What follows belongs to an exercise in optimizing a design on an open flow for small area, a short achievable clock period and few clock cycles; a production flow would make more cautious choices.
Only simulation tests tie the RTL to the original design; equivalence was not proved.

==> design.v <==
module clover_chain (
    input  wire         clk,
    input  wire         rst,           
    input  wire         clear,         
    input  wire         start,         
    output wire         ready,
    input  wire [15:0]  in_y,          
    input  wire [15:0]  in_r,          
    input  wire [15:0]  in_f,          
    input  wire [15:0]  in_cout,       
    input  wire         in_fb,         
    input  wire         in_preload,    
    input  wire [2:0]   in_hstage,     
    input  wire         in_slewing,    
    input  wire         in_clamp_pos,  
    input  wire         in_clamp_neg,  
    output wire [2:0]   cfg_sel,       
    input  wire [15:0]  cfg_op,        
    input  wire [255:0] cfg_par,       
    output reg          done,
    output reg  [15:0]  out_b,         
    output reg  [3:0]   out_sat        
);
    reg  [2:0] ph;
    reg        ph7;         
    reg  [2:0] sel;         
    reg        run;         
    reg  [7:0] valid;
    reg        rdy;         
    assign ready   = rdy;
    assign cfg_sel = sel;
    wire take = ph7 && start && !clear;
    reg signed [15:0] a_y, a_r, a_f, a_cout, a_e;
    reg        a_fb, a_pre, a_slew, a_cp, a_cn;
    reg [2:0]  a_hs;
    wire [15:0] in_e = in_r - in_y;
    wire signed [16:0] a_cf = {a_cout[15], a_cout} - {a_f[15], a_f};
    reg [11:0]  c_op;
    reg [255:0] c_par;
    wire [3:0] op = c_op[11:8];
    wire [3:0] sa = c_op[7:4];
    wire [3:0] sb = c_op[3:0];
    wire signed [15:0] p1  = c_par[ 15:  0];
    wire signed [15:0] p2  = c_par[ 31: 16];
    wire signed [15:0] p3  = c_par[ 47: 32];
    wire signed [15:0] p4  = c_par[ 63: 48];
    wire signed [15:0] p5  = c_par[ 79: 64];
    wire signed [15:0] p6  = c_par[ 95: 80];
    wire signed [15:0] p7  = c_par[111: 96];
    wire signed [15:0] p8  = c_par[127:112];
    wire signed [15:0] p9  = c_par[143:128];
    wire signed [15:0] p10 = c_par[159:144];
    reg is_gain, is_sum, is_pid, is_bq, is_ll, is_lim, is_rate, is_lut, is_db, is_sel, is_st, is_nz;
    reg is_alu;                        
    reg pid_pre;                       
    reg        m2pre;                  
    reg        kbq;                    
    reg [15:0] m1c, m2c, kc;           
    reg        dka, dkb;               
    wire [3:0] nop = cfg_op[15:12];
    wire act = run && is_nz;
    reg [95:0] ring [0:6];
    reg        vcur;        
    wire [95:0] hw = vcur ? ring[0] : 96'd0;
    wire signed [15:0] h_x = hw[15:0];
    wire signed [39:0] h_b = hw[55:16];
    wire signed [39:0] h_a = hw[95:56];
    reg [15:0] lring [0:7];
    reg signed [15:0] prev;           
    reg        anynz;
    reg [3:0]  satcnt;
    reg [12:0] xs, zs;
    wire [7:0] vnx = (clear || rst) ? 8'd0 : (valid | ({7'd0, act} << ph));
    function [12:0] srcdec;
        input [3:0] s;
        input [7:0] v;
        input [2:0] hd;                   
        reg [2:0] j;
        begin
            j = s[2:0] - hd;
            srcdec = 13'd0;
            case (s)
                4'h0: srcdec[0] = 1'b1;
                4'h1: srcdec[1] = 1'b1;
                4'h2: srcdec[2] = 1'b1;
                4'h3: srcdec[3] = 1'b1;
                4'h4: srcdec[4] = 1'b1;
                4'h8, 4'h9, 4'hA, 4'hB, 4'hC, 4'hD, 4'hE, 4'hF:
                    srcdec[5 + j] = v[s[2:0]];
                default: ;
            endcase
        end
    endfunction
    function [15:0] srcmux;
        input [12:0] s;
        input        nz;
        input [15:0] pv, e, y, r, f, l0, l1, l2, l3, l4, l5, l6, l7;
        begin
            srcmux = ({16{s[0]}} & pv) | ({16{s[1]}} & e) |
                     ({16{s[2]}} & y) | ({16{s[3]}} & r) | ({16{s[4]}} & f) |
                     ({16{s[5]}} & l0) | ({16{s[6]}} & l1) | ({16{s[7]}} & l2) | ({16{s[8]}} & l3) |
                     ({16{s[9]}} & l4) | ({16{s[10]}} & l5) | ({16{s[11]}} & l6) | ({16{s[12]}} & l7);
        end
    endfunction
    wire signed [15:0] x = srcmux(xs, anynz, prev, a_e, a_y, a_r, a_f,
                                  lring[0], lring[1], lring[2], lring[3], lring[4], lring[5], lring[6], lring[7]);
    wire signed [15:0] z = srcmux(zs, anynz, prev, a_e, a_y, a_r, a_f,
                                  lring[0], lring[1], lring[2], lring[3], lring[4], lring[5], lring[6], lring[7]);
    wire [2:0]  shv = is_pid ? p10[2:0] : is_gain ? p2[2:0] : 3'd0;
    wire [3:0]  kk  = 4'd15 - {1'b0, shv};
    wire [42:0] rc  = 43'd1 << (kk - 4'd1);
    wire [3:0]  ln = {~x[15], x[14:12]};
    wire [11:0] lr = x[11:0];
    wire        lb = (lr < {ln, ln, ln}) || (ln == 4'd15);
    wire [15:0] lbase = {lr, 4'd0} - {4'd0, lr} + {12'd0, ln} - {ln, 12'd0};
    wire        lxm = (x == 16'sh7FFF);
    reg [15:0] lq0, lq1, lq2;
    integer lj;
    always @* begin
        lq0 = 16'd0;
        lq1 = 16'd0;
        lq2 = 16'd0;
        for (lj = 0; lj < 16; lj = lj + 1) begin
            if (lj > 0)  lq0 = lq0 | ({16{ln == lj}} & c_par[16*lj-16 +: 16]);
            lq1 = lq1 | ({16{ln == lj}} & c_par[16*lj +: 16]);
            if (lj < 15) lq2 = lq2 | ({16{ln == lj}} & c_par[16*lj+16 +: 16]);
        end
    end
    wire [15:0] lp1 = lb ? lq0 : lq1;                  
    wire [16:0] lda = {lq1[15], lq1} - {lq0[15], lq0};
    wire [16:0] ldb = {lq2[15], lq2} - {lq1[15], lq1};
    wire [16:0] ldp = lb ? lda : ldb;                  
    wire signed [15:0] xp = pid_pre ? h_x : x;
    wire [16:0] m2m = is_sum ? {z[15], z} : !pid_pre ? {x[15], x} :
                      m2pre ? {ring[0][15], ring[0][15:0]} : 17'd0;
    wire [8*43-1:0] m2r;
    wire [42:0]     m2k;
    cc_booth #(.CW(16), .MW(17), .OW(43), .SH(0)) u_m2 (
        .c(m2c), .m(m2m), .neg(1'b0), .rows(m2r), .corr(m2k));
    wire [39:0] r0a = ring[0][95:56];
    wire [39:0] r0b = ring[0][55:16];
    wire [42:0] ydk = ({43{dka}} & {{3{r0a[39]}}, r0a}) | ({43{dkb}} & {{3{r0b[39]}}, r0b});
    wire [40:0] vs, vc;
    cc_csa #(.N(10), .W(41)) u_tv (.in({ydk[40:0], m2k[40:0], m2r[7*43 +: 41], m2r[6*43 +: 41],
        m2r[5*43 +: 41], m2r[4*43 +: 41], m2r[3*43 +: 41], m2r[2*43 +: 41], m2r[43 +: 41], m2r[0 +: 41]}),
        .s(vs), .c(vc));
    wire [16:0] m1m = is_bq ? {x, 1'b0} : {x[15], x};
    wire [8*43-1:0] m1r;
    wire [42:0]     m1k;
    cc_booth #(.CW(16), .MW(17), .OW(43), .SH(0)) u_m1 (
        .c(m1c), .m(m1m), .neg(1'b0), .rows(m1r), .corr(m1k));
    wire [42:0] yrc = rc;
    wire [42:0] ts, tc;
    cc_csa #(.N(20), .W(43)) u_tt (.in({ydk, yrc, m2k, m1k, m2r, m1r}), .s(ts), .c(tc));
    wire [40:0] vsum = vs + vc;
    wire        wpos = is_pid && (vsum[40:39] == 2'b01);
    wire        wneg = is_pid && (vsum[40:39] == 2'b10);
    wire [39:0] pdn  = vsum[39:0];
    wire signed [31:0] ist = h_b[31:0];
    wire signed [31:0] pil = {p8[15], p8, 15'd0};
    wire signed [31:0] pih = {p9[15], p9, 15'd0};
    wire signed [31:0] icl = !vcur ? 32'sd0 : (ist < pil) ? pil : (ist > pih) ? pih : ist;
    wire signed [31:0] pka = pid_pre ? pil : icl;
    wire [42:0] k1 = is_pid ? {{11{pka[31]}}, pka} : 43'd0;
    wire [42:0] k2 = {{11{pih[31]}}, pih};
    wire [42:0] y1s = ts ^ tc ^ k1;
    wire [42:0] y1c = ((ts & tc) | (ts & k1) | (tc & k1)) << 1;
    wire [42:0] y2s = ts ^ tc ^ k2;
    wire [42:0] y2c = ((ts & tc) | (ts & k2) | (tc & k2)) << 1;
    wire [42:0] y1r = y1s + y1c;
    wire [42:0] y2r = y2s + y2c;
    wire [2:0]  wadj = {2'b00, wneg} - {2'b00, wpos};
    wire signed [42:0] y1 = {y1r[42:40] + wadj, y1r[39:0]};
    wire signed [42:0] y2 = {y2r[42:40] + wadj, y2r[39:0]};
    wire signed [42:0] pcf  = $signed(a_cf) <<< kk;
    wire signed [42:0] pcfr = pcf | $signed(rc);
    wire signed [42:0] phs  = ($signed(p7) <<< kk) | $signed(rc);
    wire signed [42:0] pls  = ($signed(p6) <<< kk) | $signed(rc);
    wire [42:0] e1c = y1r + ~pcfr;         
    wire [42:0] e2c = y2r - pcfr;
    wire [42:0] e1h = y1r + ~phs;
    wire [42:0] e1l = y1r - pls;
    wire [42:0] e2h = y2r + ~phs;
    wire [42:0] e2l = y2r - pls;
    wire [2:0]  t1c = e1c[42:40] + wadj;
    wire [2:0]  t2c = e2c[42:40] + wadj;
    wire [2:0]  t1h = e1h[42:40] + wadj;
    wire [2:0]  t1l = e1l[42:40] + wadj;
    wire [2:0]  t2h = e2h[42:40] + wadj;
    wire [2:0]  t2l = e2l[42:40] + wadj;
    wire pc1 = !t1c[2];                    
    wire pc2 = t2c[2];                     
    wire d1h = !t1h[2];
    wire d1l = t1l[2];
    wire d2h = !t2h[2];
    wire d2l = t2l[2];
    wire dch = a_cf > p7;
    wire dcl = a_cf < p6;
    wire ps1 = !pid_pre || pc1;
    wire ps2 = !ps1 && pc2;
    wire pdh = ps1 ? d1h : ps2 ? d2h : dch;
    wire pdl = ps1 ? d1l : ps2 ? d2l : dcl;
    wire [42:0] y1sh = y1r >> kk;
    wire [42:0] y2sh = y2r >> kk;
    wire [15:0] pr   = ps1 ? y1sh[15:0] : ps2 ? y2sh[15:0] : a_cf[15:0];
    wire signed [15:0] pid_y = pdh ? p7 : pdl ? p6 : pr;
    wire signed [16:0] pdi  = {p9[15], p9} - {p8[15], p8};    
    wire signed [31:0] pmid = pcf[31:0] + rc[31:0] + pil - y1r[31:0];
    wire signed [31:0] pip  = !pid_pre ? icl : pmid;    
    wire [42:0] y1rsh = y1r >> kk;
    wire [15:0] vr   = y1rsh[15:0];
    wire [42:0] ysx  = y1r ^ {43{y1r[42]}};
    wire [42:0] ysm  = ysx >> ({1'b0, kk} + 5'd15);
    wire gs_ovf = (ysm != 43'd0);
    wire fq_neg = y1r[39] && (y1r[38:14] != 25'd0);
    wire fq_hi  = !fq_neg && (y1r[39:30] != 10'd0);
    wire fq_lo  = fq_neg && (y1r[39:30] != 10'h3FF);
    wire st_hi  = (is_bq || is_ll) ? fq_hi : (gs_ovf && !y1r[42]);
    wire st_lo  = (is_bq || is_ll) ? fq_lo : (gs_ovf && y1r[42]);
    wire st_sat = is_st && (st_hi || st_lo);
    wire signed [15:0] st_y = st_hi ? 16'sh7FFF : st_lo ? 16'sh8000 : vr;
    wire [17:0] lmc = is_lut ? {2'b00, lbase} : {{2{kc[15]}}, kc};
    wire [16:0] lmm = is_lut ? ldp : !is_bq ? {x[15], x} :
                      kbq ? {ring[0][15], ring[0][15:0]} : 17'd0;
    wire [9*35-1:0] lmr;
    wire [34:0]     lmk;
    cc_booth #(.CW(18), .MW(17), .OW(35), .SH(0)) u_ml (
        .c(lmc), .m(lmm), .neg(1'b0), .rows(lmr), .corr(lmk));
    wire        lbl = is_lut && lb;
    wire [34:0] lcb = lbl ? ~{{18{ldp[16]}}, ldp} : 35'd0;
    wire [34:0] lcx = (is_lut && lxm) ? {{2{ldp[16]}}, ldp, 16'd0} : 35'd0;
    wire [34:0] lcn = is_lut ? {19'd0, 15'd16380, lbl} : 35'd0;
    wire [34:0] lzs, lzc;
    cc_csa #(.N(13), .W(35)) u_tl (.in({lcx, lcb, lcn, lmk, lmr}), .s(lzs), .c(lzc));
    wire [34:0] lz = lzs + lzc;
    wire signed [17:0] lh = lz[33:16];
    wire [19:0] le0 = {{2{lh[17]}}, lh} + {4'd0, lz[15:0]};
    wire [19:0] le1 = {{2{lh[17]}}, lh} + {4'd0, lz[15:0]} - 20'd65535;
    wire lg_p = !le1[19];
    wire lg_n = le0[19];
    wire [15:0] lph  = lp1 + lh[15:0];
    wire [15:0] lphp = lp1 + lh[15:0] + 16'd1;
    wire [15:0] lphm = lp1 + lh[15:0] - 16'd1;
    wire signed [15:0] lut_y = lg_p ? lphp : lg_n ? lphm : lph;
    wire signed [16:0] ryr = h_x + p1;         
    wire signed [16:0] ryf = h_x - p2;         
    wire signed [16:0] q1 = is_rate ? ryr : is_sel ? {z[15], z} : {p1[15], p1};
    wire signed [16:0] q2 = is_rate ? ryf : is_db ? -{p1[15], p1} : {p2[15], p2};
    wire signed [17:0] c1 = {{2{x[15]}}, x} - {q1[16], q1};
    wire signed [17:0] c2 = {{2{x[15]}}, x} - {q2[16], q2};
    wire c1n = c1[17];
    wire c1p = !c1[17] && (c1 != 18'sd0);
    wire c2n = c2[17];
    wire c2p = !c2[17] && (c2 != 18'sd0);
    reg signed [15:0] alu_y;
    always @* begin
        if (is_lim)
            alu_y = c1n ? p1 : c2p ? p2 : x;
        else if (is_db)
            alu_y = c1p ? c1[15:0] : c2n ? c2[15:0] : 16'sd0;
        else if (is_rate)
            alu_y = c1p ? ryr[15:0] : c2n ? ryf[15:0] : x;
        else if (p1 == 16'sd0)
            alu_y = c1n ? x : z;
        else if (p1 == 16'sd1)
            alu_y = c1p ? x : z;
        else
            alu_y = a_fb ? x : z;
    end
    wire signed [15:0] y_out = ({16{is_st}} & st_y) | ({16{is_pid}} & pid_y) |
                               ({16{is_lut}} & lut_y) | ({16{is_alu}} & alu_y);
    wire ki_nz  = (p2 != 16'sd0) && (x != 16'sd0);
    wire ki_neg = p2[15] ^ x[15];
    wire p_omit = a_slew || (a_cp && ki_nz && !ki_neg) || (a_cn && ki_nz && ki_neg);
    reg        u_bq, u_ll, u_pid, u_rate;
    reg [15:0] u_x;
    reg [39:0] u_a;                   
    reg [42:0] u_b;                   
    reg [31:0] u_i;                   
    reg        u_dh, u_dl;
    reg [15:0] u_c1, u_c2, u_c3, u_umx, u_umn;
    reg        u_s1, u_s2;            
    reg [16:0] u_cf, u_di;            
    reg        u_p1, u_p2;            
    reg [15:0] u_il, u_ih;            
    reg [31:0] u_k;                   
    reg        u_om;                  
    reg [2:0]  u_sh;
    wire [39:0] u_acc = u_a - 40'd16384;
    wire [39:0] uma   = u_pid ? u_a : u_acc;
    wire [3:0]  ukk   = 4'd15 - {1'b0, u_sh};
    wire [42:0] urc   = 43'd1 << (ukk - 4'd1);
    wire [15:0] uum   = u_dh ? u_umx : u_umn;
    wire [42:0] uums  = (({{27{uum[15]}}, uum}) << ukk) | urc;
    wire [42:0] ucfr  = (({{26{u_cf[16]}}, u_cf}) << ukk) | urc;
    wire [42:0] uxa   = (u_s1 || u_s2) ? u_b : ucfr;
    wire [42:0] uxb   = u_s2 ? {{11{u_di[16]}}, u_di, 15'd0} : 43'd0;
    wire [42:0] udl   = uxa + uxb - uums;
    wire [40:0] umb   = u_pid ? udl[40:0] : u_b[40:0];    
    wire [15:0] ucb   = (u_pid && !(u_dh || u_dl)) ? 16'd0 : u_c2;
    wire [8*55-1:0] uar;
    wire [54:0]     uak;
    cc_booth #(.CW(16), .MW(40), .OW(55), .SH(0)) u_ma (
        .c(u_c1), .m(uma), .neg(!u_pid), .rows(uar), .corr(uak));
    wire [8*55-1:0] usr;
    wire [54:0]     usk;
    cc_booth #(.CW(16), .MW(16), .OW(55), .SH(15)) u_sa (
        .c(u_c3), .m(u_x), .neg(u_pid), .rows(usr), .corr(usk));
    wire [54:0] ucl = u_ll ? 55'd32767 : 55'd0;
    wire [54:0] uas, uac;
    cc_csa #(.N(19), .W(55)) u_ta (.in({ucl, usk, uak, usr, uar}), .s(uas), .c(uac));
    wire [54:0] asum = uas + uac;
    wire [8*57-1:0] ubr;
    wire [56:0]     ubk;
    cc_booth #(.CW(16), .MW(41), .OW(57), .SH(0)) u_mb (
        .c(ucb), .m(umb), .neg(1'b1), .rows(ubr), .corr(ubk));
    wire [56:0] bxk = (u_pid && u_om) ? 57'd0 : {{10{u_k[31]}}, u_k, 15'd0};
    wire [31:0] uip = u_p1 ? {u_il[15], u_il, 15'd0} : u_p2 ? {u_ih[15], u_ih, 15'd0} : u_i;
    wire [56:0] bx1 = u_pid ? {{10{uip[31]}}, uip, 15'd0} : u_bq ? 57'd16383 : 57'd0;
    wire [56:0] bxs = u_bq ? {2'd0, uas} : 57'd0;
    wire [56:0] bxc = u_bq ? {2'd0, uac} : 57'd0;
    wire [56:0] ubs, ubc;
    cc_csa #(.N(13), .W(57)) u_tb (.in({bxc, bxs, bx1, bxk, ubk, ubr}), .s(ubs), .c(ubc));
    wire [56:0] bsum = ubs + ubc;
    wire [41:0] bsh  = bsum[56:15];
    wire        bovf = (bsh[41:31] != {11{bsh[41]}});
    wire [31:0] inew = bovf ? {bsh[41], {31{!bsh[41]}}} : bsh[31:0];
    reg [95:0] u_word;
    always @* begin
        if (u_bq)
            u_word = {u_acc, bsum[53:14], u_x};
        else if (u_ll)
            u_word = {u_a, asum[54:15], u_x};
        else if (u_pid)
            u_word = {asum[54:15], {8{inew[31]}}, inew, u_x};
        else
            u_word = {u_a, u_b[39:0], u_x};
    end
    wire        nz_nx  = !ph7 && (anynz || act);
    wire [12:0] xs_nx  = srcfix(srcdec(cfg_op[11:8], vnx, sel), nz_nx);
    wire [12:0] zs_nx  = srcfix(srcdec(cfg_op[7:4], vnx, sel), nz_nx);
    wire        pre_nx = ph7 ? (in_preload && (in_hstage == 3'd0)) : (a_pre && (a_hs == sel));
    function [12:0] srcfix;
        input [12:0] s;
        input        nz;
        srcfix = {s[12:2], s[1] | (s[0] & !nz), s[0] & nz};
    endfunction
    integer i;
    always @(posedge clk) begin
        c_op  <= cfg_op[15:4];
        c_par <= cfg_par;
        is_gain <= (nop == 4'h1);
        is_sum  <= (nop == 4'h2);
        is_pid  <= (nop == 4'h3);
        is_bq   <= (nop == 4'h4);
        is_ll   <= (nop == 4'h5);
        is_lim  <= (nop == 4'h6);
        is_rate <= (nop == 4'h7);
        is_lut  <= (nop == 4'h8);
        is_db   <= (nop == 4'h9);
        is_sel  <= (nop >= 4'hA);
        is_st   <= (nop == 4'h1) || (nop == 4'h2) || (nop == 4'h4) || (nop == 4'h5);
        is_alu  <= (nop == 4'h6) || (nop == 4'h7) || (nop >= 4'h9);
        is_nz   <= (nop != 4'h0);
        xs      <= xs_nx;
        pid_pre <= pre_nx;
        m2pre   <= (nop == 4'h3) && pre_nx && vnx[sel];
        kbq     <= (nop == 4'h4) && vnx[sel];
        m1c     <= ((nop >= 4'h1) && (nop <= 4'h5)) ? cfg_par[15:0] : 16'd0;
        m2c     <= (nop == 4'h2) ? cfg_par[31:16] : (nop == 4'h3) ? cfg_par[47:32] : 16'd0;
        kc      <= (nop == 4'h3) ? cfg_par[31:16] : (nop == 4'h4) ? cfg_par[47:32] : 16'd0;
        zs      <= zs_nx;
        for (i = 0; i < 6; i = i + 1)
            ring[i] <= ring[i + 1];
        ring[6] <= u_word;
        for (i = 0; i < 7; i = i + 1)
            lring[i] <= lring[i + 1];
        lring[7] <= act ? y_out : lring[0];
        u_bq   <= act && is_bq;
        u_ll   <= act && is_ll;
        u_pid  <= act && is_pid;
        u_rate <= act && is_rate;
        u_x    <= (act && is_rate) ? alu_y : (act && (is_bq || is_ll || is_pid)) ? x : h_x;
        u_a    <= (act && is_pid) ? pdn : (act && (is_bq || is_ll)) ? y1[39:0] : h_a;
        u_b    <= (act && is_pid) ? y1 : (act && is_bq) ? {{3{h_a[39]}}, h_a} : {{3{h_b[39]}}, h_b};
        u_i    <= is_pid ? pip : {{16{h_x[15]}}, h_x};
        u_dh   <= pdh;
        u_dl   <= pdl;
        u_c1   <= is_ll ? p3 : p4;
        u_c2   <= p5;
        u_c3   <= is_pid ? p3 : p2;
        u_k    <= lz[31:0];
        u_om   <= p_omit;
        u_umx  <= p7;
        u_umn  <= p6;
        u_s1   <= ps1;
        u_p1   <= pid_pre && pc1;
        u_p2   <= pid_pre && !pc1 && pc2;
        u_il   <= p8;
        u_ih   <= p9;
        u_s2   <= ps2;
        u_cf   <= a_cf;
        u_di   <= pdi;
        u_sh   <= p10[2:0];
        if (ph7) begin
            a_y <= in_y; a_r <= in_r; a_f <= in_f; a_cout <= in_cout; a_e <= in_e;
            a_fb <= in_fb; a_pre <= in_preload; a_hs <= in_hstage; a_slew <= in_slewing;
            a_cp <= in_clamp_pos; a_cn <= in_clamp_neg;
        end
        done <= 1'b0;
        if (act) begin
            prev   <= y_out;
            anynz  <= 1'b1;
            satcnt <= satcnt + {3'd0, st_sat};
            valid[ph] <= 1'b1;
        end
        if (ph7) begin
            done    <= run;
            out_b   <= act ? y_out : anynz ? prev : 16'sd0;
            out_sat <= satcnt + {3'd0, act && st_sat};
            run     <= take;
            anynz   <= 1'b0;
            satcnt  <= 4'd0;
        end
        ph  <= ph + 3'd1;
        ph7 <= (ph == 3'd6);
        rdy <= (sel == 3'd7);
        sel <= ph + 3'd2;
        vcur <= vnx[sel];
        dka  <= vnx[sel] && (nop == 4'h3);
        dkb  <= vnx[sel] && ((nop == 4'h4) || (nop == 4'h5));
        if (clear || rst) begin
            valid <= 8'd0;
            ph    <= 3'd7;
            ph7   <= 1'b1;
            rdy   <= 1'b1;
            sel   <= 3'd0;
            vcur  <= 1'b0;
            dka   <= 1'b0;
            dkb   <= 1'b0;
        end
        if (rst) begin
            run  <= 1'b0;
            done <= 1'b0;
        end
    end
endmodule
module cc_booth #(parameter CW = 16, parameter MW = 16, parameter OW = 34, parameter SH = 0) (
    input  wire [CW-1:0]          c,
    input  wire [MW-1:0]          m,
    input  wire                   neg,
    output wire [(CW/2)*OW-1:0]   rows,
    output wire [OW-1:0]          corr
);
    localparam ND = CW / 2;
    wire [CW:0] ce = {c, 1'b0};
    wire [MW:0] m1 = {m[MW-1], m};
    wire [MW:0] m2 = {m, 1'b0};
    wire [ND-1:0] ng;
    genvar i;
    generate
        for (i = 0; i < ND; i = i + 1) begin : dg
            wire [2:0] d = ce[2*i +: 3];
            wire [2:0] e = d ^ {3{neg}};
            reg [MW:0] v;
            always @* begin
                case (e)
                    3'b001, 3'b010: v = m1;
                    3'b011:         v = m2;
                    3'b100:         v = ~m2;
                    3'b101, 3'b110: v = ~m1;
                    default:        v = {(MW+1){1'b0}};
                endcase
            end
            assign ng[i] = e[2] & ~(e[1] & e[0]);
            wire [MW+1:0] r = {~v[MW], v[MW-1:0]};
            wire [OW+MW+2+2*ND+SH:0] rs = {{(OW+2*ND+SH+1){1'b0}}, r} << (2*i + SH);
            assign rows[i*OW +: OW] = rs[OW-1:0];
        end
    endgenerate
    function [OW-1:0] kconst;
        input integer dummy;
        integer j;
        reg [OW+MW+2*ND+SH+2:0] k;
        begin
            k = 0;
            for (j = 0; j < ND; j = j + 1)
                k = k - ({{(OW+MW+2*ND+SH+2){1'b0}}, 1'b1} << (MW + 2*j + SH));
            kconst = k[OW-1:0];
        end
    endfunction
    wire [OW+2*ND+SH+1:0] ngv;
    generate
        for (i = 0; i < ND; i = i + 1) begin : ngb
            assign ngv[2*i+SH] = ng[i];
            assign ngv[2*i+SH+1] = 1'b0;
        end
        if (SH > 0) begin : lo
            assign ngv[SH-1:0] = {SH{1'b0}};
        end
        assign ngv[OW+2*ND+SH+1:2*ND+SH] = {(OW+2){1'b0}};
    endgenerate
    assign corr = kconst(0) | ngv[OW-1:0];
endmodule
module cc_csa #(parameter N = 9, parameter W = 34) (
    input  wire [N*W-1:0] in,
    output wire [W-1:0]   s,
    output wire [W-1:0]   c
);
    function integer rows_at;
        input integer lvl;
        integer i, n;
        begin
            n = N;
            for (i = 0; i < lvl; i = i + 1)
                n = (n / 3) * 2 + (n % 3);
            rows_at = n;
        end
    endfunction
    function integer levels;
        input integer dummy;
        integer n, l;
        begin
            n = N;
            l = 0;
            while (n > 2) begin
                n = (n / 3) * 2 + (n % 3);
                l = l + 1;
            end
            levels = l;
        end
    endfunction
    localparam L = levels(0);
    wire [N*W-1:0] lv [0:L];
    assign lv[0] = in;
    genvar l, g;
    generate
        for (l = 0; l < L; l = l + 1) begin : lev
            localparam NI = rows_at(l);
            localparam NG = NI / 3;
            localparam NR = NI % 3;
            for (g = 0; g < NG; g = g + 1) begin : grp
                wire [W-1:0] a = lv[l][(3*g)*W +: W];
                wire [W-1:0] b = lv[l][(3*g+1)*W +: W];
                wire [W-1:0] d = lv[l][(3*g+2)*W +: W];
                wire [W-1:0] mj = (a & b) | (a & d) | (b & d);
                assign lv[l+1][(2*g)*W +: W] = a ^ b ^ d;
                assign lv[l+1][(2*g+1)*W +: W] = {mj[W-2:0], 1'b0};
            end
            for (g = 0; g < NR; g = g + 1) begin : pas
                assign lv[l+1][(2*NG+g)*W +: W] = lv[l][(3*NG+g)*W +: W];
            end
            if (2*NG+NR < N) begin : fill
                assign lv[l+1][N*W-1:(2*NG+NR)*W] = {((N-2*NG-NR)*W){1'b0}};
            end
        end
    endgenerate
    assign s = lv[L][W-1:0];
    generate
        if (rows_at(L) > 1) begin : two
            assign c = lv[L][2*W-1:W];
        end else begin : one
            assign c = {W{1'b0}};
        end
    endgenerate
endmodule
==> run.sh <==
#!/bin/bash
# synth_recipe.tcl (not shown) runs the flow's synth.tcl, then flattens the netlist and writes it again
# the make line also repeats each setting of config.mk as NAME=value (left out here)
make -C /OpenROAD-flow-scripts/flow DESIGN_CONFIG=/design/flow/config.mk WORK_HOME=/design/flow/orfs CLKGATE_MAP_FILE= SYNTH_SCRIPT=/design/flow/synth_recipe.tcl finish
==> config.mk <==
export PLATFORM = sky130hd
export DESIGN_NAME = clover_chain
export DESIGN_NICKNAME = clover_chain
export VERILOG_FILES = /design/flow/design.v
export SDC_FILE = /design/flow/constraint.sdc
export NUM_CORES = 8
export LEC_CHECK = 0
export ABC_AREA = 1
export CAP_MARGIN = 50
export CORE_MARGIN = 2
export CORE_UTILIZATION = 45
export SLEW_MARGIN = 50
==> constraint.sdc <==
create_clock -name core_clock -period 70.0 [get_ports {clk}]
set_input_delay 14.0000 -clock core_clock [delete_from_list [all_inputs] [get_ports {clk}]]
set_output_delay 14.0000 -clock core_clock [all_outputs]
set_load 0.01 [all_outputs]
==> metrics.md, run 1 <==
| Metric | Value |
|---|---|
| Outcome | timing/DRC/antenna clean |
| Sequential fraction of the synthesis area | 19.8% |
| Number of standard-cell rows in the floorplan | 225 |
| Die area | 382000 sq um |
| Final period utilization | 26.1% |
| Setup TNS after final layout | 0 ps |
| Remaining antenna violation count | 0 |
| H-tree depth | 4 |
| Critical path origin | xs[0] |
| Maximum Capacitance Violations | 0 |
| Post-synth cell types | 89 |
| Placed cell count | 27.1k |
| Via count of the first global-routing pass | 159k |
| Critical path required time | 70690 ps |
| Worst Hold Launch | ring[5][71] |
| Placed instance area | 181000 sq um |
| Largest area contributor in the netlist | sky130_fd_sc_hd__fa_1 |
| Fraction of layout cells with a size suffix above 1 | 6.49% |
| Clock Sinks | 1615 |
| Skew-Pair Late Insertion Delay | 980 ps |
| Worst Setup Path Type | reg -> reg |
| Vias | 175k |
| Register bit count reported by yosys | 1615 |
| Post-cts hold buffer count | 0 |
| Drt first-iter violations | 28.3k |
| Core area | 376000 sq um |
| Number of ports placed on the die boundary | 373 |
| Biggest fanout along the worst timing path | 29 |
| Slowest stage delay, CP | 800 ps |
| Die height | 618 microns |
| Post-Syn Instances | 22.3k |
| F_max | 54.8 MHz |
| Fin Clk Skew | 86.8 ps |
| Critical path launch point type | flop |
| Largest net degree at the start of global routing | 81 |
| Clock tree from TritonCTS | yes |
| Most frequent cells in the layout | sky130_fd_sc_hd__inv_1 (3937), sky130_fd_sc_hd__nand2_1 (3571), sky130_fd_sc_hd__fa_1 (1530) |
| Cell with the biggest individual delay on the critical path | sky130_fd_sc_hd__dfxtp_1 |
| Number of antenna violations at the first check in global routing | 105 |
| Dominant cells by area after synthesis | sky130_fd_sc_hd__fa_1 (18%), sky130_fd_sc_hd__dfxtp_1 (18%), sky130_fd_sc_hd__ha_1 (11%), sky130_fd_sc_hd__inv_1 (8.8%), sky130_fd_sc_hd__nand2_1 (7.9%) |
| Global routing usage summed across all routing layers | 46.7% |
| DRC violations left | 0 |
| Grt ovf | 0 |
| Global-route wire length before repair | 1250000 microns |
| Relative slew margins | 33.5% |
| EDFF count, synth | 124 |
| Non-filler cells in the finished layout | 27.5k |
| Clock tree root driver cell | sky130_fd_sc_hd__clkbuf_16 |
| Number of post-CTS setup repair buffers | 0 |
| Number of buffers added on ports | 368 |
| Asr flop ratio synth | 0% |
| Most common cell after layout, fill and taps aside | sky130_fd_sc_hd__inv_1 |
| Clock period minus final worst setup slack | 18250 ps |
| Worst reg2reg path startpoint | xs[0] |
| Number of setup violations in the final report | 0 |
| Count of instances resized after the clock tree is built | 0 |
| Share of Yosys cell area claimed by the top area cell type | 18.1% |
| WL final | 921000 microns |
| Worst Setup End Kind | flop |
| Mean cell area of the mapped netlist | 7.61 sq um |
| Number of buffers created by CTS | 178 |
| Yosys warning count | 13 |
| Post-detailed-route wirelength per cell | 33.4 microns |
| Netlist area before placement | 170000 sq um |
| Class of the tightest hold or removal check | reg -> reg |
| Final design utilization | 50.1% |
| Detail Placement HPWL | 756000 microns |
| Pin slew with the least headroom to its limit | 988 ps |
| Number of slew-limit violations in the final report | 0 |
| Dominant cell type by count on the critical path | sky130_fd_sc_hd__nand2_1 |
| Leading register cell type out of synthesis | sky130_fd_sc_hd__dfxtp_1 |
| RSZ-0062 raised after global routing | false |
| Placer Congestion | 1.12 |
| Number of nets at the end of the flow | 25.7k |
| Non-Filler Cell Area, Final | 188000 sq um |
| Largest buffer count on any clock path | 4 |
| Worst EP arrival | 18940 ps |
| Layout area overhead | 10.8% |
| First-pass detailed-route iteration total | 22 |
| Avg Vias per Cell | 6.35 |
| Initial standard-cell utilization of the core | 45.2% |
| Clock Pin Slew Worst Setup and Hold Paths | 70 ps |
| Horizontal extent of the die | 618 microns |
| Number of hold violations in the final report | 0 |
[metrics by stage]
stage | worst slack (ps) | hold slack (ps)
finish | 51750 | 292
global route | 51370 | 295
CTS | 52640 | 259
detailed placement | 52690 | 312
global placement | 52390 | 310
floorplan | 53940 | 310
[layout make-up]
| class | instances | area [sq um] |
|---|---|---|
| Tap cell | 4994 | 6250 |
| Sequential cell | 1615 | 33600 |
| Fill cell | 37600 | 187000 |
| Inverter | 4102 | 15400 |
| Clock buffer | 226 | 4960 |
| Multi-Input combinational cell | 15500 | 118000 |
| Antenna cell | 59 | 148 |
| Timing Repair Buffer | 937 | 8130 |
| Clock inverter | 98 | 1300 |
[kinds of logic (layout without fill, tap and decap cells)]
group,count (synthesis),after routing,share of synthesized area [%]
xor+xnor,471,471,2.46
buf+inv,5235,5363,11.7
flops,1615,1615,19.8
compound gates,5713,5713,21.7
simple gates,6250,6250,15.3
mux,35,35,0.206
other cells,2,92,0.00442
fa+ha+maj,3001,3001,28.9
[state kept, by name, indices dropped and copies added, names as in the netlist, 17 cells and up]
name / count
u_i: 32
lring: 128
u_a: 40
u_cf: 17
ring: 672
u_k: 32
c_par: 256
u_di: 17
u_b: 41
[synth_stat cells (all sizes together) (27+ instances only)]
library cell and number:
inv 3992, nand2 3619, fa 1531, dfxtp 1491, ha 1469, o21ai 1424, nor2 1390, a21oi 1253
o22ai 1006, clkbuf 986, nand3 670, a221oi 477, o221ai 369, xor2 315, a221o 220, a22oi 195
nand4 193, nor3 180, o211ai 178, xnor2 155, buf 147, edfxtp 124, a31oi 111, clkinv 110
o2111ai 79, a22o 71, or2 65, a21o 60, a211oi 57, o21bai 50, nor4 45, o21a 42
nand3b 37, mux2i 35, a21boi 27
[layer usage]
layer | GRT usage [%] | part of all wire (%) | vias to the layer above
li1 | - | - | 75300
met1 | 62.2 | 39 | 84500
met2 | 62.8 | 38 | 12600
met3 | 17.4 | 15 | 2415
met4 | 30.1 | 8.0 | 46
met5 | 0.682 | 0.070 | -
[path summary, 6_finish.rpt]
check | cells after the start | slack, ps | endpoint
worst max-delay path | 59 | 51750 | out_b[15]
worst min-delay path | 0 | 290 | ring[4][71]
worst max register to register | 59 | 51750 | out_b[15]
worst min register to register | 0 | 290 | ring[4][71]
[critical path: cells and delay by family (launching register included)]
kind,cells,cell delay (ps)
adder cells (fa/ha/maj),10,5230
AND/OR/NAND/NOR,23,5000
AO/OA/AOI/OAI,12,3050
XOR/XNOR,3,920
buffers and inverters,11,2790
flip-flops,1,800
Testbench counts, summed over its fixed seeds: cycles 49,400.
==> run 2, diff against run 1 <==
--- a/config.mk
+++ b/config.mk
@@ -6,7 +6,7 @@
 export NUM_CORES = 8
 export LEC_CHECK = 0
 export ABC_AREA = 1
-export CAP_MARGIN = 50
+export CAP_MARGIN = 70
 export CORE_MARGIN = 2
 export CORE_UTILIZATION = 45
-export SLEW_MARGIN = 50
+export SLEW_MARGIN = 70
==> metrics.md, run 2 <==
| Metric | Value |
|---|---|
| Layout area overhead | 14.7% |
| Horizontal extent of the die | 618 microns (unchanged) |
| Most common cell after layout, fill and taps aside | sky130_fd_sc_hd__inv_1 |
| WL final | 923000 microns (+0.27%) |
| Dominant cells by area after synthesis | sky130_fd_sc_hd__fa_1 (18%), sky130_fd_sc_hd__dfxtp_1 (18%), sky130_fd_sc_hd__ha_1 (11%), sky130_fd_sc_hd__inv_1 (8.8%), sky130_fd_sc_hd__nand2_1 (7.9%) |
| Clock Sinks | 1615 (unchanged) |
| Area taken by multi-input logic gates | 123000 sq um (+3.7%) |
| Critical path origin | xs[8] |
| Largest register FFs | 672 (unchanged) |
| First-pass detailed-route iteration total | 11 (-50%) |
| Clock tree from TritonCTS | yes |
| Worst Setup End Kind | flop |
| F_max | 58.2 MHz (+6.3%) |
| Slowest stage delay, CP | 680 ps (-120 ps) |
| Clock period minus final worst setup slack | 17170 ps (-1080 ps) |
| Die area | 382000 sq um (unchanged) |
| Placer Congestion | 1.12 (unchanged) |
| Maximum Capacitance Violations | 0 (unchanged) |
| Post-synth top cells | sky130_fd_sc_hd__inv_1 (3964), sky130_fd_sc_hd__nand2_1 (3583), sky130_fd_sc_hd__fa_1 (1531), sky130_fd_sc_hd__dfxtp_1 (1491), sky130_fd_sc_hd__ha_1 (1469) |
| Number of post-CTS setup repair buffers | 0 (unchanged) |
| Leading cell type by number of instances after synthesis | sky130_fd_sc_hd__inv_1 |
| RSZ-0062 raised after global routing | false |
| Worst EP arrival | 17890 ps (-1050 ps) |
| Share of Yosys cell area claimed by the top area cell type | 18.1% (unchanged) |
| Number of antenna violations at the first check in global routing | 98 (-6.7%) |
| Grt ovf | 0 (unchanged) |
| Clock Pin Slew Worst Setup and Hold Paths | 60 ps (about the same) |
| Destination of the worst register-to-register timing path | out_b[15] |
| Filler Cell Count | 37.0k (-1.5%) |
| Number of ports placed on the die boundary | 373 (unchanged) |
| Dominant cell type by count on the critical path | sky130_fd_sc_hd__nand2_1 |
| Post-cts hold buffer count | 0 (unchanged) |
| End of the critical path | out_b[15] |
| Post-detailed-route wirelength per cell | 33.3 microns (-0.41%) |
| Largest buffer count on any clock path | 4 (unchanged) |
| Via count of the first global-routing pass | 161k (+1.1%) |
| Worst r2r path cells | 71 (+20%) |
| EDFF count, synth | 124 (unchanged) |
| Critical path launch point type | flop |
| Detail Placement HPWL | 759000 microns (+0.40%) |
| Post-Syn Instances | 22.3k (unchanged) |
| H-tree depth | 4 (unchanged) |
| Largest area contributor in the netlist | sky130_fd_sc_hd__fa_1 |
| Biggest fanout along the worst timing path | 26 (-10%) |
| Critical path required time | 70720 ps (+30 ps) |
| Yosys warning count | 13 (unchanged) |
| Sequential fraction of the synthesis area | 19.8% (unchanged) |
| Largest Register | ring |
| Number of hold violations in the final report | 0 (unchanged) |
| Number of nets at the end of the flow | 25.9k (+0.73%) |
| Register bit count reported by yosys | 1615 (unchanged) |
| Vias | 176k (+0.43%) |
| Number of setup violations in the final report | 0 (unchanged) |
| Count of instances resized after the clock tree is built | 0 (unchanged) |
| Relative slew margins | 62.3% (+29 points) |
| Worst Setup Path Type | reg -> reg |
| Top Registers | ring x672, c_par x256, lring x128 |
| Fin Clk Skew | 149 ps (+62.5 ps) |
| Global-route wire length before repair | 1260000 microns (+0.63%) |
| Worst reg2reg path startpoint | xs[8] |
| Remaining antenna violation count | 0 (unchanged) |
| Pin slew with the least headroom to its limit | 562 ps (-426 ps) |
| Minimum setup slack among reg-to-reg paths | 52830 ps (+1080 ps) |
| Asr flop ratio synth | 0% (unchanged) |
| Clock tree root driver cell | sky130_fd_sc_hd__clkbuf_16 |
| Class of the tightest hold or removal check | reg -> reg |
| Final period utilization | 24.5% (-1.5 points) |
| Final design utilization | 51.9% (+1.8 points) |
| Number of slew-limit violations in the final report | 0 (unchanged) |
| Setup TNS after final layout | 0 ps (unchanged) |
| Largest net degree at the start of global routing | 65 (-20%) |
| Mean cell area of the mapped netlist | 7.61 sq um (unchanged) |
| Sequential standard cell area | 33800 sq um (+0.53%) |
| Die height | 618 microns (unchanged) |
| Drt first-iter violations | 27.4k (-2.9%) |
| Number of buffers created by CTS | 177 (-0.56%) |
| Number of standard-cell rows in the floorplan | 225 (unchanged) |
| Fraction of layout cells with a size suffix above 1 | 11.0% (+4.5 points) |
| Number of buffers added on ports | 368 (unchanged) |
| Cell with the biggest individual delay on the critical path | sky130_fd_sc_hd__fa_1 |
| Leading register cell type out of synthesis | sky130_fd_sc_hd__dfxtp_1 |
| Skew-Pair Late Insertion Delay | 970 ps (about the same) |
| DRC violations left | 0 (unchanged) |
| Avg Vias per Cell | 6.33 (-0.25%) |
| Initial standard-cell utilization of the core | 45.2% (unchanged) |
| Core area | 376000 sq um (unchanged) |
| Netlist area before placement | 170000 sq um (unchanged) |
| Global routing usage summed across all routing layers | 46.9% (+0.21 points) |
| Outcome | timing/DRC/antenna clean |
| Most frequent cells in the layout | sky130_fd_sc_hd__inv_1 (3775), sky130_fd_sc_hd__nand2_1 (3525), sky130_fd_sc_hd__fa_1 (1502) |
| Post-synth cell types | 89 (unchanged) |
-- run 2: cell counts after synthesis --
Identical to the previous run, type by type.
-- run 2: metrics by stage --
stage	hold slack (ps)	cells	instance area [sq um]	setup WS [ps]
finish	299	27700	195000	52830
CTS	305	27600	193000	53720
floorplan	310	22400	170000	53940
detailed placement	312	27300	187000	53030
global route	313	27700	195000	52240
global placement	310	27100	180000	52390
-- run 2: per-layer routing --
metal  up-vias  share of wire, %  global-route usage (%)
met5         -             0.045                       0
met4        38               8.2                    30.9
met3      2396                15                    17.3
met2     12400                38                    63.0
met1     85100                39                    62.5
li1      75700                 -                       -
-- run 2: cell type report --
cell class	instances	share of cell area (%)
multi-input cells	15500	63.0
flip-flops and latches	1615	17.3
inverters	4102	7.97
repair buffers	1126	5.25
well taps	4994	3.21
clock buffers	233	2.50
clock inverters	91	0.598
diodes	58	0.0745
-- run 2: worst max-delay path: cells and delay by family (launching register included) --
family	cells	cell delay, ps
AOI/OAI and AO/OA	5	1220
xor gates and xnor gates	3	770
adders and majority gates	10	5120
buffers and inverters	15	3380
DFF	1	390
and+or+nand+nor	38	5910
-- run 2: how the worst min path moves through the flow --
stage / from / end / slack (ps) / cells after the start
floorplan: ring[1][0] / ring[0][0] / 310 / 0
global placement: ring[2][12] / ring[1][12] / 310 / 0
detailed placement: ring[1][86] / ring[0][86] / 310 / 0
CTS: ring[3][74] / ring[2][74] / 310 / 0
global route: ring[1][80] / ring[0][80] / 310 / 0
finish: ring[4][73] / ring[3][73] / 300 / 0
-- run 2: cell families after synthesis --
kind of cell             synth area share, %
other                                0.00442
AND/OR/NAND/NOR                         15.3
multiplexers                           0.206
flip-flops                              19.8
XOR/XNOR                                2.46
buffers and inverters                   11.7
AO/OA/AOI/OAI                           21.7
adder cells (fa/ha/maj)                 28.9
==> run 3, diff against run 2 <==
--- a/config.mk
+++ b/config.mk
@@ -8,5 +8,5 @@
 export ABC_AREA = 1
 export CAP_MARGIN = 70
 export CORE_MARGIN = 2
-export CORE_UTILIZATION = 45
+export CORE_UTILIZATION = 40
 export SLEW_MARGIN = 70
==> metrics.md, run 3 <==
| Metric | Value |
|---|---|
| Outcome | timing/DRC/antenna clean |
| Dominant cells by area after synthesis | sky130_fd_sc_hd__fa_1 (18%), sky130_fd_sc_hd__dfxtp_1 (18%), sky130_fd_sc_hd__ha_1 (11%), sky130_fd_sc_hd__inv_1 (8.8%), sky130_fd_sc_hd__nand2_1 (7.9%) |
| Grt ovf | 0 (unchanged) |
| Most common cell after layout, fill and taps aside | sky130_fd_sc_hd__inv_1 |
| Largest net degree at the start of global routing | 68 (+4.6%) |
| Worst EP arrival | 17670 ps (-220 ps) |
| Cell with the biggest individual delay on the critical path | sky130_fd_sc_hd__fa_1 |
| Number of nets at the end of the flow | 25.9k (+0.11%) |
| Final period utilization | 24.2% (-0.33 points) |
| Vias | 174k (-1.1%) |
| Class of the tightest hold or removal check | reg -> reg |
| Largest register FFs | 672 (unchanged) |
| F_max | 59.0 MHz (+1.3%) |
| Biggest fanout along the worst timing path | 29 (+12%) |
| Placer Congestion | 1.09 (-2.5%) |
| Yosys warning count | 13 (unchanged) |
| Horizontal extent of the die | 656 microns (+6.0%) |
| Mean cell area of the mapped netlist | 7.61 sq um (unchanged) |
| Largest area contributor in the netlist | sky130_fd_sc_hd__fa_1 |
| WL final | 954000 microns (+3.4%) |
| Worst r2r path cells | 72 (+1.4%) |
| Clock period minus final worst setup slack | 16950 ps (-228 ps) |
| Post-Syn Instances | 22.3k (unchanged) |
| First-pass detailed-route iteration total | 10 (-1) |
| Skew-Pair Late Insertion Delay | 980 ps (about the same) |
| Worst Setup End Kind | flop |
| Drt first-iter violations | 25.7k (-6.5%) |
| Share of Yosys cell area claimed by the top area cell type | 18.1% (unchanged) |
| Fin Clk Skew | 154 ps (+4.77 ps) |
| Number of antenna violations at the first check in global routing | 114 (+16%) |
| Pin slew with the least headroom to its limit | 550 ps (-12.3 ps) |
| Post-synth cell types | 89 (unchanged) |
| Slowest stage delay, CP | 630 ps (-50 ps) |
| Sequential fraction of the synthesis area | 19.8% (unchanged) |
| Minimum setup slack among reg-to-reg paths | 53050 ps (+230 ps) |
| Avg Vias per Cell | 6.11 (-3.6%) |
| Global routing usage summed across all routing layers | 42.8% (-4.1 points) |
| Clock Pin Slew Worst Setup and Hold Paths | 60 ps (about the same) |
| Number of standard-cell rows in the floorplan | 239 (+6.2%) |
| Global-route wire length before repair | 1300000 microns (+2.9%) |
| Top Family by Delay on Critical Path | compound AO/OA/AOI/OAI gates |
| End of the critical path | out_b[7] |
| Post-route setup slack | 53050 ps (+228 ps) |
| Register bit count reported by yosys | 1615 (unchanged) |
| Fraction of layout cells with a size suffix above 1 | 11.1% (+0.087 points) |
| H-tree depth | 4 (unchanged) |
| Number of buffers created by CTS | 182 (+2.8%) |
| Cell depth of the worst setup path | 72 (+1.4%) |
| Most frequent cells in the layout | sky130_fd_sc_hd__inv_1 (3762), sky130_fd_sc_hd__nand2_1 (3524), sky130_fd_sc_hd__fa_1 (1518) |
| Remaining antenna violation count | 0 (unchanged) |
| Largest buffer count on any clock path | 4 (unchanged) |
| Critical path launch point type | flop |
| Core area | 423000 sq um (+13%) |
| Buffer and inverter count on the worst path | 13 (-2) |
| Relative slew margins | 63.4% (+1.1 points) |
| Initial standard-cell utilization of the core | 40.1% (-5.1 points) |
| Destination of the worst register-to-register timing path | out_b[7] |
| Worst Setup Path Type | reg -> reg |
| EDFF count, synth | 124 (unchanged) |
| Number of hold violations in the final report | 0 (unchanged) |
| Critical path origin | a_f[15] |
| Leading register cell type out of synthesis | sky130_fd_sc_hd__dfxtp_1 |
| Number of slew-limit violations in the final report | 0 (unchanged) |
| Largest Register | ring |
| Leading cell type by number of instances after synthesis | sky130_fd_sc_hd__inv_1 |
| Asr flop ratio synth | 0% (unchanged) |
| Post-detailed-route wirelength per cell | 33.6 microns (+0.74%) |
| DRC violations left | 0 (unchanged) |
| Setup TNS after final layout | 0 ps (unchanged) |
| Post-cts hold buffer count | 0 (unchanged) |
| Detail Placement HPWL | 794000 microns (+4.6%) |
| Critical path required time | 70730 ps (about the same) |
| Count of instances resized after the clock tree is built | 0 (unchanged) |
| Worst Setup Slack post-DPL | 52980 ps (-52.9 ps) |
| Number of post-CTS setup repair buffers | 0 (unchanged) |
| Post-synth top cells | sky130_fd_sc_hd__inv_1 (3964), sky130_fd_sc_hd__nand2_1 (3583), sky130_fd_sc_hd__fa_1 (1531), sky130_fd_sc_hd__dfxtp_1 (1491), sky130_fd_sc_hd__ha_1 (1469) |
| Top Registers | ring x672, c_par x256, lring x128 |
| Dominant cell type by count on the critical path | sky130_fd_sc_hd__a21oi_1 |
| Netlist area before placement | 170000 sq um (unchanged) |
| Worst reg2reg path startpoint | a_f[15] |
| Non-Filler Cell Area, Final | 196000 sq um (+0.68%) |
| Number of ports placed on the die boundary | 373 (unchanged) |
| RSZ-0062 raised after global routing | false |
| Placed instance area | 188000 sq um (+0.39%) |
| Number of buffers added on ports | 368 (unchanged) |
| Clock tree from TritonCTS | yes |
| Maximum Capacitance Violations | 0 (unchanged) |
| Layout area overhead | 15.5% |
| Number of setup violations in the final report | 0 (unchanged) |
| Via count of the first global-routing pass | 160k (-0.33%) |
| Clock Sinks | 1615 (unchanged) |
| Clock tree root driver cell | sky130_fd_sc_hd__clkbuf_16 |
| Die area | 430000 sq um (+12%) |
| Die height | 656 microns (+6.0%) |
==> run 3: worst min-delay path by stage <==
stage,startpoint,to,cells after the start
2_1_floorplan,ring[1][0],ring[0][0],0
3_3_place_gp,ring[3][41],ring[2][41],0
3_5_place_dp,ring[1][33],ring[0][33],0
4_1_cts,ring[5][29],ring[4][29],0
5_1_grt,ring[5][29],ring[4][29],0
6_report,ring[4][72],ring[3][72],0
==> run 3: per-stage QoR <==
stage	utilization [%]	hold WS [ps]	std cells
after floorplan	-	310	22400
after global routing	46.3	298	28400
after CTS	45.9	292	28300
after detailed placement	44.4	312	28000
final	46.4	287	28400
after global placement	42.8	310	27800
==> run 3: final cells by class <==
cell class / count / area [sq um]
Timing Repair Buffer: 1149 / 10600
Tap cell: 5663 / 7090
Sequential cell: 1615 / 33800
Antenna cell: 81 / 203
Inverter: 4102 / 15500
Clock buffer: 239 / 5190
Multi-Input combinational cell: 15500 / 123000
Fill cell: 43000 / 227000
Clock inverter: 91 / 1020
==> run 3: per-layer routing <==
metal,wire (microns),GRT usage (%)
met3,121000,13.7
met2,374000,58.6
met5,685,0.233
met1,389000,58.2
met4,69400,25.8
==> run 3: cell families (layout without fill, tap and decap cells) <==
family                   Yosys count  count (layout)  share of synthesized area (%)
XOR/XNOR                         471             471                           2.46
multiplexers                      35              35                          0.206
adder cells (fa/ha/maj)         3001            3001                           28.9
AND/OR/NAND/NOR                 6250            6250                           15.3
other                              2             114                        0.00442
flip-flops                      1615            1615                           19.8
buffers and inverters           5235            5581                           11.7
AO/OA/AOI/OAI                   5713            5713                           21.7
==> run 4, diff against run 3 <==
--- a/config.mk
+++ b/config.mk
@@ -8,5 +8,5 @@
 export ABC_AREA = 1
 export CAP_MARGIN = 70
 export CORE_MARGIN = 2
-export CORE_UTILIZATION = 40
+export CORE_UTILIZATION = 50
 export SLEW_MARGIN = 70
==> metrics.md, run 4 <==
| Metric | Value |
|---|---|
| Number of hold violations in the final report | 0 (unchanged) |
| Skew-Pair Late Insertion Delay | 990 ps (about the same) |
| Minimum setup slack among reg-to-reg paths | 52700 ps (-350 ps) |
| Worst Setup Path Type | reg -> reg |
| Cell with the biggest individual delay on the critical path | sky130_fd_sc_hd__fa_1 |
| Core area | 337000 sq um (-20%) |
| Global routing usage summed across all routing layers | 50.9% (+8.0 points) |
| Final design utilization | 57.4% (+11 points) |
| Post-cts hold buffer count | 0 (unchanged) |
| Most frequent cells in the layout | sky130_fd_sc_hd__inv_1 (3780), sky130_fd_sc_hd__nand2_1 (3521), sky130_fd_sc_hd__fa_1 (1510) |
| Clock Sinks | 1615 (unchanged) |
| Register bit count reported by yosys | 1615 (unchanged) |
| Global-route wire length before repair | 1240000 microns (-4.0%) |
| RSZ-0062 raised after global routing | false |
| Pin slew with the least headroom to its limit | 544 ps (-5.35 ps) |
| Number of setup violations in the final report | 0 (unchanged) |
| Post-synth top cells | sky130_fd_sc_hd__inv_1 (3964), sky130_fd_sc_hd__nand2_1 (3583), sky130_fd_sc_hd__fa_1 (1531), sky130_fd_sc_hd__dfxtp_1 (1491), sky130_fd_sc_hd__ha_1 (1469) |
| Relative slew margins | 63.3% (about the same) |
| Clock Pin Slew Worst Setup and Hold Paths | 60 ps (about the same) |
| Non-filler cells in the finished layout | 27.2k (-4.4%) |
| Number of nets at the end of the flow | 25.8k (-0.32%) |
| Class of the tightest hold or removal check | reg -> reg |
| Fraction of layout cells with a size suffix above 1 | 10.8% (-0.32 points) |
| Worst Hold Launch | ring[6][68] |
| Largest Register | ring |
| Via count of the first global-routing pass | 164k (+2.4%) |
| Asr flop ratio synth | 0% (unchanged) |
| Endpoint with the worst hold slack | ring[5][68] |
| EDFF count, synth | 124 (unchanged) |
| Sequential fraction of the synthesis area | 19.8% (unchanged) |
| Leading register cell type out of synthesis | sky130_fd_sc_hd__dfxtp_1 |
| Worst Setup End Kind | flop |
| Most common cell after layout, fill and taps aside | sky130_fd_sc_hd__inv_1 |
| Initial standard-cell utilization of the core | 50.3% (+10 points) |
| Number of antenna violations at the first check in global routing | 109 (-4.4%) |
| Top Registers | ring x672, c_par x256, lring x128 |
| Count of instances resized after the clock tree is built | 0 (unchanged) |
| Biggest fanout along the worst timing path | 23 (-21%) |
| Die area | 344000 sq um (-20%) |
| Netlist area before placement | 170000 sq um (unchanged) |
| H-tree depth | 4 (unchanged) |
| Number of slew-limit violations in the final report | 0 (unchanged) |
| Number of ports placed on the die boundary | 373 (unchanged) |
| Share of Yosys cell area claimed by the top area cell type | 18.1% (unchanged) |
| Worst reg2reg path startpoint | a_f[15] |
| Number of standard-cell rows in the floorplan | 213 (-11%) |
| Post-route setup slack | 52700 ps (-352 ps) |
| Largest net degree at the start of global routing | 75 (+10%) |
| Final period utilization | 24.7% (+0.50 points) |
| Fin Clk Skew | 163 ps (+8.82 ps) |
| Post-detailed-route wirelength per cell | 33.4 microns (-0.54%) |
| Post-Syn Instances | 22.3k (unchanged) |
| Dominant cell type by count on the critical path | sky130_fd_sc_hd__nand2_1 |
| Largest buffer count on any clock path | 4 (unchanged) |
| Clock period minus final worst setup slack | 17300 ps (+352 ps) |
| Clock tree from TritonCTS | yes |
| F_max | 57.8 MHz (-2.0%) |
| Outcome | timing/DRC/antenna clean |
| Post-synth cell types | 89 (unchanged) |
| Clock tree root driver cell | sky130_fd_sc_hd__clkbuf_16 |
| Number of buffers created by CTS | 173 (-4.9%) |
| Worst EP arrival | 18030 ps (+360 ps) |
| Setup TNS after final layout | 0 ps (unchanged) |
| Drt first-iter violations | 29.9k (+17%) |
| Maximum Capacitance Violations | 0 (unchanged) |
| Slowest stage delay, CP | 550 ps (-80 ps) |
| Placed instance area | 186000 sq um (-1.0%) |
| WL final | 908000 microns (-4.9%) |
| Dominant cells by area after synthesis | sky130_fd_sc_hd__fa_1 (18%), sky130_fd_sc_hd__dfxtp_1 (18%), sky130_fd_sc_hd__ha_1 (11%), sky130_fd_sc_hd__inv_1 (8.8%), sky130_fd_sc_hd__nand2_1 (7.9%) |
| Critical path required time | 70740 ps (about the same) |
| Remaining antenna violation count | 0 (unchanged) |
| Worst Setup Slack post-DPL | 53010 ps (+29.3 ps) |
| WHS Path Cells | 0 (unchanged) |
| Non-Filler Cell Area, Final | 194000 sq um (-1.2%) |
| Number of buffers added on ports | 368 (unchanged) |
| Avg Vias per Cell | 6.53 (+6.8%) |
| Largest area contributor in the netlist | sky130_fd_sc_hd__fa_1 |
| Detail Placement HPWL | 742000 microns (-6.6%) |
| Worst r2r path cells | 81 (+13%) |
| Top Family by Delay on Critical Path | simple AND/OR/NAND/NOR gates |
| Layout area overhead | 14.1% |
| Grt ovf | 0 (unchanged) |
| First-pass detailed-route iteration total | 12 (+2) |
| Placer Congestion | 1.14 (+4.0%) |
| Die height | 587 microns (-10%) |
| Number of post-CTS setup repair buffers | 0 (unchanged) |
| Mean cell area of the mapped netlist | 7.61 sq um (unchanged) |
| Largest register FFs | 672 (unchanged) |
| Vias | 177k (+2.2%) |
| DRC violations left | 0 (unchanged) |
| Leading cell type by number of instances after synthesis | sky130_fd_sc_hd__inv_1 |
| Horizontal extent of the die | 587 microns (-10%) |
| Buffer and inverter count on the worst path | 12 (-1) |
| Placed cell count | 26.7k (-4.3%) |
| Yosys warning count | 13 (unchanged) |
| Critical path launch point type | flop |
| Destination of the worst register-to-register timing path | out_b[8] |
-- run 4: cell counts after synthesis --
No cell type changed its count.
-- run 4: area by class of cell --
| class | instances | area (sq um) |
|---|---|---|
| antenna | 73 | 183 |
| clock inverter | 91 | 990 |
| multi-input combinational | 15500 | 123000 |
| sequential | 1615 | 33800 |
| clock buffer | 223 | 4900 |
| tap | 4515 | 5650 |
| inverter | 4102 | 15500 |
| fill | 31600 | 144000 |
| timing repair buffer | 1075 | 9980 |
-- run 4: layer usage --
layer | global-route usage [%] | share of wire (%) | vias up
met5 | 0.844 | 0.12 | -
met1 | 64.7 | 37 | 84800
met4 | 36.2 | 9.1 | 90
met2 | 66.5 | 37 | 13800
met3 | 24.2 | 17 | 3146
li1 | - | - | 75700
-- run 4: metrics by stage --
step | hold WS (ps)
2_1_floorplan | 310
3_3_place_gp | 310
3_5_place_dp | 312
4_1_cts | 254
5_1_grt | 254
6_report | 244
-- run 4: worst max-delay path by stage --
stage                 start        end  cells past startpoint
floorplan           in_r[0]    a_e[14]                     16
global placement    a_f[15]   out_b[6]                     64
detailed placement  in_y[1]    a_e[15]                     19
CTS                 a_f[15]   out_b[6]                     76
global route        a_f[13]  out_b[10]                     74
finish              a_f[15]   out_b[8]                     81
-- run 4: cell families (layout without fill, tap and decap cells) --
| kind of cell | after synthesis | count (layout) | share of synthesized area (%) |
|---|---|---|---|
| compound gates | 5713 | 5713 | 21.7 |
| xor+xnor | 471 | 471 | 2.46 |
| fa+ha+maj | 3001 | 3001 | 28.9 |
| buf+inv | 5235 | 5491 | 11.7 |
| flops | 1615 | 1615 | 19.8 |
| mux | 35 | 35 | 0.206 |
| other cells | 2 | 106 | 0.00442 |
| simple gates | 6250 | 6250 | 15.3 |
==> run 5, diff against run 4 <==
--- a/config.mk
+++ b/config.mk
@@ -6,7 +6,7 @@
 export NUM_CORES = 8
 export LEC_CHECK = 0
 export ABC_AREA = 1
-export CAP_MARGIN = 70
+export CAP_MARGIN = 90
 export CORE_MARGIN = 2
-export CORE_UTILIZATION = 50
-export SLEW_MARGIN = 70
+export CORE_UTILIZATION = 40
+export SLEW_MARGIN = 90
==> metrics.md, run 5 <==
| Metric | Value |
|---|---|
| Outcome | stopped before the end |
| Exit stage | 5_1_grt |
| Log Error | [ERROR GRT-0116] Global routing finished with congestion. Check the congestion regions in the DRC Viewer. |
| Basic-gate share of the synthesized area counting and, or, nand and nor cells | 15.3% (unchanged) |
| Largest area contributor in the netlist | sky130_fd_sc_hd__fa_1 |
| Die height | 656 microns (+12%) |
| Count of instances resized after the clock tree is built | 0 (unchanged) |
| Post-Syn Instances | 22.3k (unchanged) |
| Number of buffers created by CTS | 183 (+5.8%) |
| Leading register cell type out of synthesis | sky130_fd_sc_hd__dfxtp_1 |
| Post-synth cell types | 89 (unchanged) |
| Register bit count reported by yosys | 1615 (unchanged) |
| Netlist area before placement | 170000 sq um (unchanged) |
| Worst Setup Slack post-DPL | 13200 ps (-39800 ps) |
| Number of ports placed on the die boundary | 373 (unchanged) |
| Post-cts hold buffer count | 0 (unchanged) |
| Initial standard-cell utilization of the core | 40.1% (-10 points) |
| Detail Placement HPWL | 1430000 microns (+93%) |
| EDFF count, synth | 124 (unchanged) |
| Dominant cells by area after synthesis | sky130_fd_sc_hd__fa_1 (18%), sky130_fd_sc_hd__dfxtp_1 (18%), sky130_fd_sc_hd__ha_1 (11%), sky130_fd_sc_hd__inv_1 (8.8%), sky130_fd_sc_hd__nand2_1 (7.9%) |
| Adder-cell share of the synthesized area | 28.9% (unchanged) |
| Main combinational cell family by area after synthesis | adder cells |
| Sequential fraction of the synthesis area | 19.8% (unchanged) |
| Yosys warning count | 13 (unchanged) |
| Clock Sinks | 1615 (unchanged) |
| Xor and xnor area share after synthesis | 2.46% (unchanged) |
| Placer Congestion | 1.09 (-3.8%) |
| Largest net degree at the start of global routing | 19 |
| Post-synth top cells | sky130_fd_sc_hd__inv_1 (3964), sky130_fd_sc_hd__nand2_1 (3583), sky130_fd_sc_hd__fa_1 (1531), sky130_fd_sc_hd__dfxtp_1 (1491), sky130_fd_sc_hd__ha_1 (1469) |
| Clock tree root driver cell | sky130_fd_sc_hd__clkbuf_16 |
| Global-route wire length before repair | 3180000 microns |
| Share of Yosys cell area claimed by the top area cell type | 18.1% (unchanged) |
| Largest buffer count on any clock path | 4 (unchanged) |
| Number of buffers added on ports | 368 (unchanged) |
| Grt ovf | 33.6k |
| Number of standard-cell rows in the floorplan | 239 (+12%) |
| Mux cell area share after synthesis | 0.206% (unchanged) |
| Horizontal extent of the die | 656 microns (+12%) |
| Asr flop ratio synth | 0% (unchanged) |
| Mean cell area of the mapped netlist | 7.61 sq um (unchanged) |
| Global routing usage summed across all routing layers | 103% |
| Number of post-CTS setup repair buffers | 0 (unchanged) |
| Via count of the first global-routing pass | 352k |
| Area fraction in compound gates after synthesis | 21.7% (unchanged) |
| H-tree depth | 4 (unchanged) |
| Leading cell type by number of instances after synthesis | sky130_fd_sc_hd__inv_1 |
## run 5: cell counts after synthesis
Identical to the previous run, type by type.
## run 5: kinds of logic after synthesis
| family | after synthesis |
|---|---|
| compound gates | 5713 |
| xor+xnor | 471 |
| fa+ha+maj | 3001 |
| buf+inv | 5235 |
| flops | 1615 |
| mux | 35 |
| other cells | 2 |
| simple gates | 6250 |
## run 5: worst max-delay path by stage
stage | cells past startpoint | start | endpoint | slack (ps)
after floorplan | 16 | in_r[0] | a_e[14] | 53940
after global placement | 63 | a_f[15] | out_b[1] | 52370
after detailed placement | 181 | a_f[12] | out_b[7] | 13200
after CTS | 181 | a_f[12] | out_b[7] | 11930
## run 5: stage by stage
step / util [%] / cell area [sq um] / cells / hold slack, ps
CTS: 89.0 / 376000 / 39600 / 292
global placement: 42.8 / 181000 / 27800 / 310
detailed placement: 87.5 / 370000 / 39300 / 312
floorplan: - / 170000 / 22400 / 310
## run 5: metal layers
layer,overflow,GRT usage (%)
met1,3147,95.0
met2,22000,123
met3,2484,92.1
met4,5690,106
met5,187,83.0

port drivers added, routing unchanged:
The results above use ideal ports. As a check the final layouts listed here were re-extracted and re-timed, cells and wires unchanged.
Step 1: set_driving_cell puts a clkbuf_16 on clk and a buf_2 on each other input, an assumption about the parent block.
Step 2 also shifts input and output timing later by t, the mid clock arrival at the registers, as if the neighbouring blocks saw the same clock.
Slacks: no drivers / after step 1 / after step 2; pairs: no drivers / after step 1.
run | shift t [ns] | slack for setup (ns) | slew at the worst register clock pin (ns) | worst data-port slew with drivers (ns)
run 1 | 1.067 | 51.749 / 51.749 / 51.749 | 0.09 / 0.09 | 0.14
run 2 | 1.024 | 52.825 / 52.825 / 52.825 | 0.09 / 0.09 | 0.14
run 3 | 1.039 | 53.053 / 53.053 / 53.053 | 0.08 / 0.08 | 0.20
run 4 | 1.034 | 52.702 / 52.702 / 52.702 | 0.08 / 0.08 | 0.23
After both steps setup and hold are still met in every run listed.
